From an optimization exercise on the open Yosys and OpenROAD flow, aimed at small area, a short achievable clock period and few clock cycles per item; shortcuts taken in it are not production practice. No activity file was given, so power comes from the tool's default toggle rates.

==> flow/design.v (excerpt) <==
module psn_line_decoder (
    input  wire        clk,
    input  wire        rst_n,
    input  wire        in_valid,
    output wire        in_ready,
    input  wire [39:0] in_beat,
    input  wire        in_marked,
    input  wire [3:0]  in_mark_pos,
    output wire        out_valid,
    input  wire        out_ready,
    output wire [31:0] out_data,
    output wire        out_last,
    output wire [2:0]  out_status,
    output wire [3:0]  out_pos
);
    localparam integer RN = 19;           
    localparam integer EX = RN - 2;       
    localparam [2:0] ST_CLEAN     = 3'd0;
    localparam [2:0] ST_CORRECTED = 3'd1;
    localparam [2:0] ST_ERASURE   = 3'd2;
    localparam [2:0] ST_UNCORR    = 3'd3;
    localparam [2:0] ST_POISON    = 3'd4;
    function [3:0] gf_mul;
        input [3:0] a;
        input [3:0] b;
        reg   [6:0] p;
        integer i;
        begin
            p = 7'd0;
            for (i = 0; i < 4; i = i + 1)
                if (b[i]) p = p ^ ({3'd0, a} << i);
            if (p[6]) p = p ^ 7'b1001100;
            if (p[5]) p = p ^ 7'b0100110;
            if (p[4]) p = p ^ 7'b0010011;
            gf_mul = p[3:0];
        end
    endfunction
    function [3:0] locator;
        input [3:0] p;
        begin
            case (p)
                4'd0: locator = 4'hA;  4'd1: locator = 4'h5;  4'd2: locator = 4'hB;
                4'd3: locator = 4'hC;  4'd4: locator = 4'h6;  4'd5: locator = 4'h3;
  ...
Size: ~1500 cells after synthesis, roughly 820 flip-flops, roughly 22000 sq um of cells after synthesis.
Settings: LEC_CHECK=0, ABC_CLOCK_PERIOD_IN_PS=2400, CAP_MARGIN=20, CORE_MARGIN=2, CORE_UTILIZATION=40, SETUP_SLACK_MARGIN=4.6, SLEW_MARGIN=20; clock period 7.0 ns.
run.sh (not shown) runs the stock make flow with config.mk's settings and CLKGATE_MAP_FILE= SYNTH_SCRIPT=/design/flow/synth_recipe.tcl, a recipe that flattens the netlist after the stock synthesis.
Change:
--- a/flow/design.v
+++ b/flow/design.v
@@ -175,53 +175,66 @@
     wire       ext_ok = (ph_e == rd_slot) && (count != 5'd0) && (pend_v || rd_idx != 4'd0);
     wire       a_load = !a_v || out_ready;
     wire       ext    = ext_ok && a_load;
     wire [2:0] x_st  = (rd_idx == 4'd0) ? pend_st  : a_st;
     wire [3:0] x_pos = (rd_idx == 4'd0) ? pend_pos : a_pos;
     wire [7:0] x_fix = (rd_idx == 4'd0) ? pend_fix : a_fix;
     reg [31:0] x_mask;
     integer n;
     always @(*) begin
         for (n = 0; n < 8; n = n + 1)
             x_mask[4*n +: 4] = x_fix[n] ? rs[EX] : 4'd0;
     end
-    wire [4:0] count_n   = count + {4'd0, wr} - {4'd0, ext};
-    wire [4:0] ph_w_n    = inc_slot(ph_w);
-    wire [4:0] wr_slot_n = wr ? inc_slot(ph_w) : wr_slot;
+    wire       inc = wr & ~ext;
+    wire       dec = ext & ~wr;
+    wire [4:0] count_p1 = count + 5'd1;
+    wire [4:0] count_m1 = count - 5'd1;
+    wire       c_eq0  = (count == 5'd0);
+    wire       c_eq1  = (count == 5'd1);
+    wire       c_eqf1 = (count == RN - 1);
+    wire       c_eqf  = (count == RN);
+    wire       full_n = (c_eqf1 & inc) | (c_eqf & ~dec);
+    wire       zero_n = (c_eq0 & ~inc) | (c_eq1 & dec);
+    wire       slot_n = wr | (wr_slot == inc_slot(ph_w));
+    wire       in_ready_n = ~full_n & (slot_n | zero_n);
     always @(posedge clk) begin
         if (!rst_n) begin
             fresh0     <= 1'b0;
             q_v        <= 1'b0;
             fcnt       <= 4'd0;
             pend_v     <= 1'b0;
             ph_w       <= 5'd0;
             ph_e       <= 5'd1;    
             wr_slot    <= 5'd0;
             rd_slot    <= 5'd0;
             count      <= 5'd0;
             rd_idx     <= 4'd0;
             a_v        <= 1'b0;
             in_ready_q <= 1'b1;
         end else begin
             fresh0 <= wr;
             q_v    <= fresh0;
-            ph_w   <= ph_w_n;
+            ph_w   <= inc_slot(ph_w);
             ph_e   <= inc_slot(ph_e);
-            count  <= count_n;
-            wr_slot <= wr_slot_n;
+            if (inc)
+                count <= count_p1;
+            else if (dec)
+                count <= count_m1;
+            if (wr)
+                wr_slot <= inc_slot(ph_w);
             if (wr && count == 5'd0 && !ext)
                 rd_slot <= ph_w;
             else if (ext)
                 rd_slot <= inc_slot(rd_slot);
-            in_ready_q <= (count_n != RN) && ((ph_w_n == wr_slot_n) || count_n == 5'd0);
+            in_ready_q <= in_ready_n;
             if (q_v) begin
                 fcnt     <= fcnt + 4'd1;
                 f_good   <= n_good;
                 f_clean  <= n_clean;
                 f_poison <= n_poison;
                 if (fcnt == 4'd15) begin
                     pend_v   <= 1'b1;
                     pend_st  <= dec_st;
                     pend_pos <= dec_pos;
                     pend_fix <= dec_fix;
                 end
             end
Sequential share of layout area came out higher by 0.76 points.
Synthesized area is about the same.
Via count came out lower by 1.8%.
Non-clock buffer count came out lower by 2.
Flip-flop and latch count stays the same.
Register-to-register slack improved by 450 ps.
Global-route usage came out higher by 0.42 points.
Count of clock-buffer cells in the layout came out lower by 4.
Clock power came out lower by about 3%.
Hold slack improved by 5.5 ps.
Routed wire length came out higher by 1.5%.
Design area came out lower by 1.1%.
Function was not checked in any run of this note: the RTL went through the layout flow alone.

========
psn_line_decoder, a different RTL version from the one above (not shown whole).
Size: ~760 flip-flops, ~20,000 um2 of cells after synthesis.
Settings: LEC_CHECK=0, CAP_MARGIN=10, CORE_MARGIN=2, CORE_UTILIZATION=40, CTS_CLUSTER_DIAMETER=80, CTS_CLUSTER_SIZE=30, SETUP_SLACK_MARGIN=4.3, SLEW_MARGIN=10; clock period 7.0 ns.
standard.sh (not shown) runs the stock make flow with config.mk's settings and CLKGATE_MAP_FILE= SYNTH_SCRIPT=/design/flow/synth_recipe.tcl, a recipe that flattens the netlist after the stock synthesis.
==> flow/flow/run.sh <==
#!/bin/bash
# The standard layout (standard.sh, unchanged synthesis, floorplan, power grid and
# routing) with two settings passed to the ORFS scripts:
#  - the ports are buffered with sky130_fd_sc_hd__buf_2 instead of the default cell
#    (clkdlybuf4s50_1, a delay cell), still one buffer per input and output port;
#  - clock tree synthesis without dummy loads, with the sink clustering of config.mk.
# standard.sh's full output goes to standard.log in the work folder; ORFS's own logs
# stay under orfs/logs.
set -euo pipefail
export BUFFER_PORTS_ARGS="-buffer_cell sky130_fd_sc_hd__buf_2"
export CTS_ARGS="-sink_clustering_enable -repair_clock_nets -sink_clustering_size 30 -sink_clustering_max_diameter 80 -dont_use_dummy_load"
bash standard.sh > standard.log 2>&1
Next try:
--- a/flow/design.v
+++ b/flow/design.v
@@ -81,45 +81,41 @@
         rd[1] <= r0_d;
         rs[1] <= r0_s;
         for (i = 2; i < RN; i = i + 1) begin
             rd[i] <= rd[i-1];
             rs[i] <= rs[i-1];
         end
     end
     reg        q_v;
     reg [3:0]  q_s1;            
     reg        q_mk;
     reg [3:0]  q_mp;
-    reg [9:0]  good_in;
-    integer p;
-    always @(*) begin
-        for (p = 0; p < 10; p = p + 1)
-            good_in[p] = ((s1_in ^ gf_mul(locator(p[3:0]), s0_in)) == 4'd0);
-    end
-    reg [9:0]  b_good;
     always @(posedge clk) begin
         q_s1 <= s1_in;
-        b_good <= good_in;
         q_mk <= in_marked;
         q_mp <= in_mark_pos;
         q_first <= (bcnt == 4'd0);
         q_last  <= (bcnt == 4'd15);
     end
     reg [3:0]  bcnt;            
     reg        q_first, q_last;  
     reg [9:0]  f_good;          
     reg        f_clean;
     reg        f_poison;
+    reg [9:0]  b_good;
     reg [3:0]  r_m;
     reg [3:0]  lm;
-    always @(*) begin
+    integer p;
+    always @(*) begin
+        for (p = 0; p < 10; p = p + 1)
+            b_good[p] = ((q_s1 ^ gf_mul(locator(p[3:0]), r0_s)) == 4'd0);
         lm  = locator(q_mp);
         r_m = q_s1 ^ gf_mul(lm, r0_s);
     end
     wire b_clean  = (r0_s == 4'd0) && (q_s1 == 4'd0);
     wire b_poison = q_mk ? (r_m == 4'h2) : (r0_s == 4'h0 && q_s1 == 4'h2);
     wire       first = q_first;
     wire [9:0] n_good   = (first ? 10'h3FF : f_good) & b_good;
     wire       n_clean  = (first | f_clean)  & b_clean;
     wire       n_poison = (first | f_poison) & b_poison;
     reg        n_eras;          
     integer e;
Effect:
- design area falls by 7.1%
- area after synthesis drops by 2.7%
- total power fell by 7.5%
- sequential share of layout area rises by 4.1 points
- final cell count came out lower by 4.5%
- global-route usage came out lower by 0.99 points
- wire length goes down by 7.8%
- worst hold slack gets worse by 0.023 ns
- sequential power stays flat
- worst setup slack is better by 0.34 ns
- die area drops by 2.6%
- combinational power is lower by 26%
- synthesized cell count drops by 1.5%
- core utilization shrinks by 2.2 points
No functional check of the RTL was part of any run of this note.

## port drivers added, routing unchanged
How much do the figures lean on ideal ports? The routed layouts below were timed once more, with nothing changed but the port constraints. Step 1 sets driving cells, clkbuf_16 on the clock port and buf_2 on the other inputs (assumed; they add their load-dependent delay and slew). Step 2 adds t to the input delays and takes it off the output delays; t is the mean of the earliest and latest rising clock arrival at the registers after step 1. Input paths then give back, and output paths get back, about the clock's delay inside the block. Slacks: ideal ports / drivers / drivers and shift; pairs: ideal ports / drivers.
| run | t, ns | setup WS [ns] | worst hold slack (ns) |
|---|---|---|---|
| the first run of note 1 | 0.645 | 4.008 / 4.043 / 3.397 | 0.307 / 0.307 / 0.307 |
| the second run of note 1 | 0.647 | 4.348 / 4.290 / 3.940 | 0.312 / 0.312 / 0.312 |
| the first run of note 2 | 0.597 | 3.932 / 3.935 / 3.339 | 0.264 / 0.264 / 0.264 |
| the second run of note 2 | 0.633 | 4.274 / 4.274 / 3.916 | 0.241 / 0.241 / 0.241 |
After both steps setup and hold are still met in every run listed. For the first run of note 1, which loses most, drivers alone change the setup slack by +0.035 ns; drivers and shift together by -0.611 ns.
